Background: an optimization exercise with open tools, aiming at small area and a short achievable clock period. Do not read the settings as production practice. Where RTL was checked, it was by simulation tests only, not by an equivalence proof against the original. The flow treats the clock pin as an ideal source. Dropping or thinning the clock tree relies on that and would not hold on a real chip.

Design line_decoder, start of the top module:
module line_decoder (
    input  wire         clk,
    input  wire         rst,
    input  wire         in_valid,
    input  wire [144:0] in_code,
    output reg          out_valid,
    output reg  [127:0] out_data,
    output reg  [16:0]  out_check,
    output reg  [1:0]   out_status
);
    reg         r_valid;
    reg [144:0] r_code;
    reg         m_valid;
    reg [144:0] m_data;
    reg [7:0]   m_s1;
    reg [7:0]   m_e;
    reg [3:0]   m_nv;
    reg         m_fc, m_fs;
  ...
export LEC_CHECK = 0
export CAP_MARGIN = 10
export CORE_MARGIN = 2
export CORE_UTILIZATION = 65
export CTS_BUF_LIST = sky130_fd_sc_hd__clkbuf_16
export CTS_CLUSTER_DIAMETER = 100
export CTS_CLUSTER_SIZE = 27
export SLEW_MARGIN = 10
export SYNTH_HIERARCHICAL = 1
create_clock -name core_clock -period 40.0 [get_ports {clk}]
standard.sh (not shown) runs the stock make flow with config.mk's settings and CLKGATE_MAP_FILE= SYNTH_SCRIPT=/design/flow/synth_recipe.tcl, a recipe that flattens the netlist after the stock synthesis.
==> flow/flow/run.sh <==
#!/bin/bash
# Standard ORFS layout (the standard.sh) with two changes:
#  - port buffers use the smallest plain buffer (buf_1) instead of the default delay cell;
#  - clock tree synthesis without dummy load cells.
set -euo pipefail
bash standard.sh \
  "BUFFER_PORTS_ARGS=-buffer_cell sky130_fd_sc_hd__buf_1" \
  "CTS_ARGS=-sink_clustering_enable -repair_clock_nets -dont_use_dummy_load -sink_clustering_size 27 -sink_clustering_max_diameter 100 -root_buf sky130_fd_sc_hd__clkbuf_16 -buf_list sky130_fd_sc_hd__clkbuf_16 -sink_clustering_buffer sky130_fd_sc_hd__clkbuf_16" \
  finish > standard.log 2>&1
Next try:
==> flow/flow/run.sh (replaced) <==
#!/bin/bash
# Standard ORFS layout (the standard.sh) with two changes:
#  - port buffers use the smallest plain buffer (buf_1) instead of the default delay cell;
#  - clock tree synthesis without dummy load cells.
set -euo pipefail
bash standard.sh \
  "BUFFER_PORTS_ARGS=-buffer_cell sky130_fd_sc_hd__buf_1" \
  "CTS_ARGS=-sink_clustering_enable -repair_clock_nets -dont_use_dummy_load -sink_clustering_size 16 -sink_clustering_max_diameter 60 -root_buf sky130_fd_sc_hd__clkbuf_16 -buf_list sky130_fd_sc_hd__clkbuf_16 -sink_clustering_buffer sky130_fd_sc_hd__clkbuf_8" \
  finish > standard.log 2>&1
CTS_BUF_LIST = sky130_fd_sc_hd__clkbuf_8   (was sky130_fd_sc_hd__clkbuf_16)
CTS_CLUSTER_DIAMETER = 60   (was 100)
CTS_CLUSTER_SIZE = 16   (was 27)
What happened: The changed run produced a clean layout. Via count drops by about 1%. Routed wire length went down by about 0.8%. Area after synthesis stays the same. Final area stays flat. Worst hold slack gets better by 0.027 ns.
Next try:
==> flow/flow/run.sh (replaced) <==
#!/bin/bash
# Standard ORFS layout (the standard.sh) with these changes:
#  - port buffers use the smallest plain buffer (buf_1) instead of the default delay cell;
#  - clock tree: clkbuf_16 for the upper levels, clkbuf_8 leaf buffers, no dummy loads;
set -euo pipefail
ARGS=(
  "BUFFER_PORTS_ARGS=-buffer_cell sky130_fd_sc_hd__buf_1"
  "CTS_ARGS=-sink_clustering_enable -repair_clock_nets -dont_use_dummy_load -sink_clustering_size 16 -sink_clustering_max_diameter 60 -root_buf sky130_fd_sc_hd__clkbuf_16 -buf_list sky130_fd_sc_hd__clkbuf_16 -sink_clustering_buffer sky130_fd_sc_hd__clkbuf_8"
)
bash standard.sh "${ARGS[@]}" cts > standard_cts.log 2>&1
RR_ODB="$PWD/orfs/results/$FLOW_PLATFORM/line_decoder/base/4_cts.odb" \
  openroad -no_init -exit flow/remove_root.tcl > remove_root.log 2>&1
bash standard.sh "${ARGS[@]}" finish > standard.log 2>&1
==> flow/flow/remove_root.tcl (new file) <==
set odb $::env(RR_ODB)
read_db $odb
set block [ord::get_db_block]
set inst [$block findInst clkbuf_0_clk]
if {$inst == "NULL"} { puts "remove_root: no root buffer, unchanged"; exit 0 }
set a [$inst findITerm A]
set x [$inst findITerm X]
set in_net [$a getNet]
set out_net [$x getNet]
set loads {}
foreach it [$out_net getITerms] { if {[$it getId] != [$x getId]} { lappend loads $it } }
set other 0
foreach it [$in_net getITerms] { if {[$it getId] != [$a getId]} { incr other } }
if {[llength $loads] + $other > 4 || [llength [$out_net getBTerms]] > 0 || [llength [$in_net getBTerms]] != 1} {
  puts "remove_root: port would feed [expr {[llength $loads] + $other}] pins, unchanged"
  exit 0
}
foreach it $loads { $it disconnect; $it connect $in_net }
$a disconnect
$x disconnect
odb::dbInst_destroy $inst
odb::dbNet_destroy $out_net
puts "remove_root: clock port now drives [llength [$in_net getITerms]] pins"
write_db $odb
=>
- The changed run completed with no timing, DRC or antenna violations
- critical path depth stays the same
- design area barely changes
Next try:
CORE_UTILIZATION = 60   (was 65)
The new run ran to the end with no violations. Synthesized area stays the same. Maximum frequency is about the same. Global-route usage went down by 1.4 points.
Next try:
==> flow/flow/run.sh (replaced) <==
#!/bin/bash
# Standard ORFS layout (the standard.sh) with two changes:
#  - port buffers use the smallest plain buffer (buf_1) instead of the default delay cell;
#  - clock tree synthesis without dummy load cells.
set -euo pipefail
bash standard.sh \
  "BUFFER_PORTS_ARGS=-buffer_cell sky130_fd_sc_hd__buf_1" \
  "CTS_ARGS=-sink_clustering_enable -repair_clock_nets -dont_use_dummy_load -sink_clustering_size 16 -sink_clustering_max_diameter 60 -buf_list sky130_fd_sc_hd__clkbuf_8" \
  finish > standard.log 2>&1
CORE_UTILIZATION = 65   (was 60)
GPL_TIMING_DRIVEN = 0   (was unset)
removed: flow/flow/remove_root.tcl
What happened:
- synthesized area does not change
- worst hold slack gains 0.035 ns
- global-route usage grows by 2.0 points
- design area is about the same
- first-iteration DRC count increases by 33%
- worst setup slack got worse by 0.22 ns

job 4548:
line_decoder again, from the RTL that the note above started with.
Design line_decoder, start of the top module:
module line_decoder (
    input  wire         clk,
    input  wire         rst,
    input  wire         in_valid,
    input  wire [144:0] in_code,
    output reg          out_valid,
    output reg  [127:0] out_data,
    output reg  [16:0]  out_check,
    output reg  [1:0]   out_status
);
    reg         r_valid;
    reg [144:0] r_code;
    reg         m_valid;
    reg [144:0] m_data;
    reg [7:0]   m_s1;
    reg [7:0]   m_e;
    reg [3:0]   m_nv;
    reg         m_fc, m_fs;
  ...
==> flow/config.mk <==
export PLATFORM = sky130hd
export DESIGN_NAME = line_decoder
export DESIGN_NICKNAME = line_decoder
export VERILOG_FILES = /design/flow/design.v
export SDC_FILE = /design/flow/constraint.sdc
export NUM_CORES = 4
export LEC_CHECK = 0
export CAP_MARGIN = 10
export CORE_MARGIN = 2
export CORE_UTILIZATION = 65
export CTS_BUF_LIST = sky130_fd_sc_hd__clkbuf_8
export CTS_CLUSTER_DIAMETER = 60
export CTS_CLUSTER_SIZE = 20
export SLEW_MARGIN = 10
export SYNTH_HIERARCHICAL = 1
==> flow/constraint.sdc <==
create_clock -name core_clock -period 40.0 [get_ports {clk}]
set_input_delay 8.0000 -clock core_clock [delete_from_list [all_inputs] [get_ports {clk}]]
set_output_delay 8.0000 -clock core_clock [all_outputs]
set_load 0.01 [all_outputs]
==> flow/flow/run.sh <==
#!/bin/bash
# Standard ORFS layout (the standard.sh) with two changes:
#  - port buffers use the smallest plain buffer (buf_1) instead of the default delay cell;
#  - clock tree synthesis without dummy load cells.
set -euo pipefail
bash standard.sh \
  "BUFFER_PORTS_ARGS=-buffer_cell sky130_fd_sc_hd__buf_1" \
  "CTS_ARGS=-sink_clustering_enable -repair_clock_nets -dont_use_dummy_load -sink_clustering_size 20 -sink_clustering_max_diameter 60 -buf_list sky130_fd_sc_hd__clkbuf_8" \
  finish > standard.log 2>&1
Setup changes, job 4548 to job 6665
- CTS_CLUSTER_SIZE: 20 -> 16
- CORE_UTILIZATION: 65 -> 68
diff --git a/flow/flow/run.sh b/flow/flow/run.sh
--- a/flow/flow/run.sh
+++ b/flow/flow/run.sh
@@ -8 +8 @@
-  "CTS_ARGS=-sink_clustering_enable -repair_clock_nets -dont_use_dummy_load -sink_clustering_size 20 -sink_clustering_max_diameter 60 -buf_list sky130_fd_sc_hd__clkbuf_8" \
+  "CTS_ARGS=-sink_clustering_enable -repair_clock_nets -dont_use_dummy_load -sink_clustering_size 16 -sink_clustering_max_diameter 60 -buf_list sky130_fd_sc_hd__clkbuf_8" \
Notes after the runs:
Compared to job 4548, job 6665 has clock-buffer cell count 30% higher.
Diff job 4548..job 6665 | total negative setup slack | unchanged
Summary — signed area change from the synthesized netlist to the final layout, job 6665 relative to job 4548: higher, by 0.60 points.
The finished layout cell area in job 6665 sits 0.54% above the value recorded for job 4548.
The higher core utilization came out of job 6665.
Minimum clock period after layout on job 6665 is down relative to job 4548.
Fraction of area in registers: job 6665 lower than job 4548
The setup slack of job 6665 is larger than that of job 4548.

Another version of the RTL of line_decoder (not shown whole).
Size: ~460 flip-flops, roughly 300 I/O pins, roughly 0.020 mm^2 of cells after synthesis.
Settings: LEC_CHECK=0, CAP_MARGIN=40, CORE_MARGIN=2, CORE_UTILIZATION=55, CTS_BUF_LIST=sky130_fd_sc_hd__clkbuf_16, CTS_CLUSTER_DIAMETER=80, CTS_CLUSTER_SIZE=24, SLEW_MARGIN=30, SYNTH_HIERARCHICAL=1; clock period 40.0 ns.
==> flow/flow/run.sh <==
#!/bin/bash
# Standard ORFS layout (the standard.sh), with the port buffers made from
# the smallest plain buffer instead of the default delay-buffer cell.
set -euo pipefail
bash standard.sh "BUFFER_PORTS_ARGS=-buffer_cell sky130_fd_sc_hd__buf_1" finish > standard.log 2>&1
==> next run, changes <==
Settings changed: CORE_UTILIZATION 55 to 40, CTS_BUF_LIST sky130_fd_sc_hd__clkbuf_16 to not set, CTS_CLUSTER_DIAMETER 80 to not set, CTS_CLUSTER_SIZE 24 to not set.
Via count hardly moves. Critical path depth does not change. Hold slack is worse by 0.011 ns. Cell count climbs by about 9%. Utilization drops by 15 points. Synthesized area is unchanged. Final area climbs by 4.6%. Routed wire length climbs by 6.2%.
==> next run, changes <==
Settings changed: CAP_MARGIN 40 to 20, CORE_UTILIZATION 40 to 55, CTS_BUF_LIST set to sky130_fd_sc_hd__clkbuf_16, CTS_CLUSTER_DIAMETER set to 80, CTS_CLUSTER_SIZE set to 24, GPL_TIMING_DRIVEN set to 0, SLEW_MARGIN 30 to 20.
=> The new run produced a clean layout; cell area decreases by about 5%; wire length decreases by about 7.5%; die area decreases by 27%; flip-flop and latch count does not change.
No functional check of the RTL was part of any run of this note.

[what the ideal ports hide]
The results above use ideal ports. As a check the final layouts listed here were re-extracted and re-timed, cells and wires unchanged. Step 1 (the two cells are an assumption about what drives the block):
set clk [get_ports {clk}]
set_driving_cell -lib_cell sky130_fd_sc_hd__clkbuf_16 $clk
set_driving_cell -lib_cell sky130_fd_sc_hd__buf_2 [delete_from_list [all_inputs] $clk]
Step 2 also shifts input and output timing later by t, the mid clock arrival at the registers, as if the neighbouring blocks saw the same clock. Slacks: ideal ports / drivers / drivers and shift; pairs: ideal ports / drivers.
| run | t (ns) | setup WS [ns] | hold WS [ns] | cell pins on the clock port's net |
|---|---|---|---|---|
| the first run of note 1 | 0.597 | 30.919 / 30.864 / 31.461 | 0.309 / 0.309 / 0.309 | 1 |
| the second run of note 1 | 0.544 | 30.962 / 30.908 / 31.452 | 0.336 / 0.336 / 0.336 | 1 |
| the third run of note 1 | 0.420 | 31.129 / 31.037 / 31.457 | 0.333 / 0.333 / 0.333 | 4 |
| the fourth run of note 1 | 0.431 | 31.118 / 31.015 / 31.447 | 0.327 / 0.327 / 0.327 | 4 |
| the fifth run of note 1 | 0.596 | 30.896 / 30.846 / 31.319 | 0.363 / 0.363 / 0.363 | 1 |
| job 4548 | 0.661 | 30.857 / 30.808 / 31.470 | 0.321 / 0.321 / 0.321 | 1 |
| job 6665 | 0.598 | 30.880 / 30.830 / 31.428 | 0.331 / 0.331 / 0.331 | 1 |
| the first run of note 3 | 0.653 | 30.884 / 30.828 / 31.479 | 0.369 / 0.369 / 0.369 | 1 |
| the second run of note 3 | 0.644 | 30.884 / 30.828 / 31.260 | 0.357 / 0.357 / 0.357 | 1 |
| the third run of note 3 | 0.631 | 30.421 / 30.421 / 30.421 | 0.354 / 0.354 / 0.354 | 1 |
After both steps every run listed still meets setup and hold.
